This design comes from an exercise in tuning for small area, a short achievable clock period and few clock cycles per item on the open sky130 flow, not from production work.
Where RTL was checked, it was by simulation tests only, not by an equivalence proof against the original.
No activity file was given, so power comes from the tool's default toggle rates.

Design tdc_le_conv, start of the top module:
module tdc_le_conv (
  input  wire        clk,
  input  wire        rst,           
  input  wire        cmd_valid,
  output wire        cmd_ready,
  input  wire [1:0]  cmd_op,        
  input  wire        cmd_interp,    
  input  wire [11:0] cmd_a,         
  input  wire [12:0] cmd_b,         
  output reg         res_valid,
  output reg         res_pair,      
  output reg         res_ok,        
  output reg         res_void,      
  output reg         res_interp,
  output reg  [11:0] res_coarse,
  output reg  [8:0]  res_fine,
  output reg  [1:0]  res_frame      
);
  integer jb, jr, ja, ka, kw, kd;
  reg         ready_r;
  reg         f_v;
  reg  [1:0]  f_op;
  reg         f_i;
  reg  [11:0] f_a;
  reg  [12:0] f_b;
  reg  [5:0]  rot;                  
  reg  [3:0]  rot_w;                
  reg  [4:0]  fill;                 
  wire        hold_hit_n = (fill > 5'd1);
  wire [3:0]  rot_w_n    = rot_w + 4'd1;
  wire        ci_f  = !(f_op == 2'd0 && hold_hit_n) &&
                      !(f_op == 2'd2 && f_a[5:0] != 6'd0 && f_a[3:0] != rot_w_n);
  wire        ci_in = !(cmd_op == 2'd0 && hold_hit_n) &&
                      !(cmd_op == 2'd2 && cmd_a[5:0] != 6'd0 && cmd_a[3:0] != rot_w_n);
  wire f_hit  = (f_op == 2'd0);
  wire f_pair = (f_op == 2'd1);
  wire f_wr   = (f_op == 2'd2) && (f_a[5:0] != 6'd0);
  wire can_issue = !(f_hit && (fill != 5'd0)) && !(f_wr && (f_a[3:0] != rot_w));
  wire iss    = f_v && can_issue;
  wire f_load = !f_v || can_issue;       
  assign cmd_ready = ready_r;
  reg  [1:0]  st_have;
  reg  [23:0] st_c1;
  reg  [17:0] st_q;               
  reg  [21:0] st_h;               
  reg  [29:0] st_rcp;
  reg         p1_hit, p1_pair, p1_wr, p1_ok;
  reg         p1_i;
  reg  [11:0] p1_a;
  reg  [12:0] p1_b;                 
  ...
Size in the first run: about 2200 flip-flops, roughly 73000 sq um of cells after synthesis.
==> flow/config.mk <==
export PLATFORM = sky130hd
export DESIGN_NAME = tdc_le_conv
export DESIGN_NICKNAME = tdc_le_conv
export VERILOG_FILES = /design/flow/design.v
export SDC_FILE = /design/flow/constraint.sdc
export NUM_CORES = 4
export LEC_CHECK = 0
export CAP_MARGIN = 20
export CORE_MARGIN = 2
export CORE_UTILIZATION = 40
export SLEW_MARGIN = 20
==> flow/constraint.sdc <==
create_clock -name core_clock -period 12.0 [get_ports {clk}]
set_input_delay 2.4000 -clock core_clock [delete_from_list [all_inputs] [get_ports {clk}]]
set_output_delay 2.4000 -clock core_clock [all_outputs]
set_load 0.01 [all_outputs]
standard.sh (not shown) runs the stock make flow with config.mk's settings and CLKGATE_MAP_FILE= SYNTH_SCRIPT=/design/flow/synth_recipe.tcl, a recipe that flattens the netlist after the stock synthesis.
==> flow/flow/run.sh <==
#!/bin/bash
set -euo pipefail
SETUP_MARGIN=${SETUP_MARGIN:-8.4}
bash standard.sh SETUP_SLACK_MARGIN=$SETUP_MARGIN \
  "BUFFER_PORTS_ARGS=-buffer_cell sky130_fd_sc_hd__buf_2" finish > run_make.log 2>&1
Next try:
--- a/flow/design.v
+++ b/flow/design.v
@@ -1142,25 +1142,25 @@
   reg         p3_hit, p3_pair, p3_wr, p3_ok, p3_void;
   reg         p3_i;
   reg  [37:0] p3_sa, p3_sb;         
   reg  [12:0] p3_e;                 
   reg  [5:0]  p3_s;                 
   wire [37:0] v3;
   wire [38:0] v3c;
-  tdc_ks_add #(38) u_v3 (.a(p3_sa), .b(p3_sb), .ci(1'b0), .s(v3), .c(v3c));
+  tdc_pfx_add #(38) u_v3 (.a(p3_sa), .b(p3_sb), .ci(1'b0), .s(v3), .c(v3c));
   wire [13:0] co3   = v3[37:24];
   wire [5:0]  up3   = v3[23:18];
   wire [5:0]  nr3   = ~rot;
   wire [5:0]  xs3   = p3_sa[23:18] ^ p3_sb[23:18] ^ nr3;
   wire [5:0]  xc3   = {(p3_sa[22:18] & p3_sb[22:18]) | (p3_sa[22:18] & nr3[4:0]) |
                        (p3_sb[22:18] & nr3[4:0]), 1'b0};
   wire [5:0]  idx3, idx3p;
   wire [6:0]  idx3c, idx3pc;
-  tdc_ks_add #(6) u_i3  (.a(xs3), .b(xc3), .ci(v3c[18]), .s(idx3), .c(idx3c));
-  tdc_ks_add #(6) u_i3p (.a(xs3), .b(xc3 | {5'd0, v3c[18]}), .ci(1'b1), .s(idx3p), .c(idx3pc));
+  tdc_pfx_add #(6) u_i3  (.a(xs3), .b(xc3), .ci(v3c[18]), .s(idx3), .c(idx3c));
+  tdc_pfx_add #(6) u_i3p (.a(xs3), .b(xc3 | {5'd0, v3c[18]}), .ci(1'b1), .s(idx3p), .c(idx3pc));
   wire [5:0]  widx3 = p3_s + ~rot;
   reg         p4_hit, p4_pair, p4_wr, p4_ok, p4_void;
   reg         p4_i;
   reg  [13:0] p4_coarse;
   reg  [3:0]  p4_o;
   reg         p4_s63;
   reg  [15:0] p4_elo, p4_olo;
@@ -1221,15 +1221,15 @@
   reg         p6_hit, p6_pair, p6_ok, p6_void;
   reg         p6_i;
   reg  [11:0] p6_coarse;
   reg  [1:0]  p6_frame;
   reg  [15:0] p6_ws, p6_wc;
   wire [15:0] w6;
   wire [16:0] w6c;
-  tdc_ks_add #(16) u_w6 (.a(p6_ws), .b(p6_wc), .ci(1'b0), .s(w6), .c(w6c));
+  tdc_pfx_add #(16) u_w6 (.a(p6_ws), .b(p6_wc), .ci(1'b0), .s(w6), .c(w6c));
   wire        cv6 = p6_hit && !p6_void;
   reg [64*13-1:0] nr0, nr1;
   reg [5:0]       fs;
   always @* begin
     nr0 = {ring0[12:0], ring0[64*13-1:13]};
     nr1 = {ring1[12:0], ring1[64*13-1:13]};
     for (kw = 0; kw < 4; kw = kw + 1) begin
@@ -1304,16 +1304,16 @@
     res_interp <= p6_i;
     res_coarse <= cv6 ? p6_coarse : 12'd0;
     res_fine   <= cv6 ? w6[15:7] : 9'd0;
     res_frame  <= cv6 ? p6_frame : 2'b00;
     if (rst) begin
       ready_r <= 1'b1;
       f_v     <= 1'b0;
-      rot     <= 6'd0;
-      rot_w   <= 4'd4;
+      rot     <= 6'd60;               
+      rot_w   <= 4'd0;                
       fill    <= 5'd16;
       st_have <= 2'b00;
       p1_hit <= 1'b0; p1_pair <= 1'b0; p1_wr <= 1'b0; p1_ok <= 1'b0;
       fwd    <= 1'b0;
       p2_hit <= 1'b0; p2_pair <= 1'b0; p2_wr <= 1'b0;
       p3_hit <= 1'b0; p3_pair <= 1'b0; p3_wr <= 1'b0;
       p4_hit <= 1'b0; p4_pair <= 1'b0; p4_wr <= 1'b0;
@@ -1334,15 +1334,15 @@
       p3_hit <= p2_hit; p3_pair <= p2_pair; p3_wr <= p2_wr;
       p4_hit <= p3_hit; p4_pair <= p3_pair; p4_wr <= p3_wr;
       p5_hit <= p4_hit; p5_pair <= p4_pair;
       p6_hit <= p5_hit; p6_pair <= p5_pair;
     end
   end
 endmodule
-module tdc_ks_add #(parameter N = 8) (
+module tdc_pfx_add #(parameter N = 8) (
   input  wire [N-1:0] a,
   input  wire [N-1:0] b,
   input  wire         ci,
   output wire [N-1:0] s,
   output wire [N:0]   c
 );
   localparam L = 7;                     
@@ -1355,17 +1355,17 @@
     for (i = 0; i < N; i = i + 1) begin
       g[0][i+1] = a[i] & b[i];
       p[0][i+1] = a[i] ^ b[i];
     end
     d = 1;
     for (l = 1; l <= L; l = l + 1) begin
       for (i = 0; i <= N; i = i + 1) begin
-        if (i >= d) begin
-          g[l][i] = g[l-1][i] | (p[l-1][i] & g[l-1][i-d]);
-          p[l][i] = p[l-1][i] & p[l-1][i-d];
+        if ((i / d) % 2 == 1) begin
+          g[l][i] = g[l-1][i] | (p[l-1][i] & g[l-1][(i / d) * d - 1]);
+          p[l][i] = p[l-1][i] & p[l-1][(i / d) * d - 1];
         end else begin
           g[l][i] = g[l-1][i];
           p[l][i] = p[l-1][i];
         end
       end
       d = d * 2;
     end
Routed wire length fell by 2.1%.
Power shrinks by 1.0%.
Global-route usage falls by 0.60 points.
Design area is lower by 0.79%.
Final cell count drops by 0.56%.
Via count went down by 1.0%.
Fmax rises by 1.8%.
Combinational power is about the same.
Die area is about the same.
Non-clock buffer count increases by 15.
Synthesized area stays flat.
Utilization fell by 0.46 points.
Testbench counts after the change, summed over its fixed seeds: cycles 12,276, items 12,062.
Function not checked in the first run of this note: the RTL went through the layout flow alone.

-- separate check: timing with driven ports --
The results above use ideal ports. As a check the final layouts listed here were re-extracted and re-timed, cells and wires unchanged. Step 1, drivers: a clkbuf_16 drives clk and a buf_2 each remaining input, both assumed. Step 2, shift: input delay + t, output delay - t, t = (earliest + latest rising clock arrival at the registers) / 2. This alone moves slack from input paths to output paths. a / b / c = ideal ports / drivers / drivers and shift; a / b = the first two.
run | t, ns | slack for setup (ns) | hold WS [ns] | worst data-port slew with drivers (ns)
the first run | 0.914 | 8.252 / 8.172 / 8.332 | 0.312 / 0.312 / 0.312 | 0.06
the second run | 0.910 | 8.316 / 8.232 / 7.886 | 0.285 / 0.285 / 0.285 | 0.05
After both steps setup and hold are still met in every run listed. The setup slack of the second run, which loses most, moves by -0.084 ns with the drivers and by -0.430 ns with both steps.
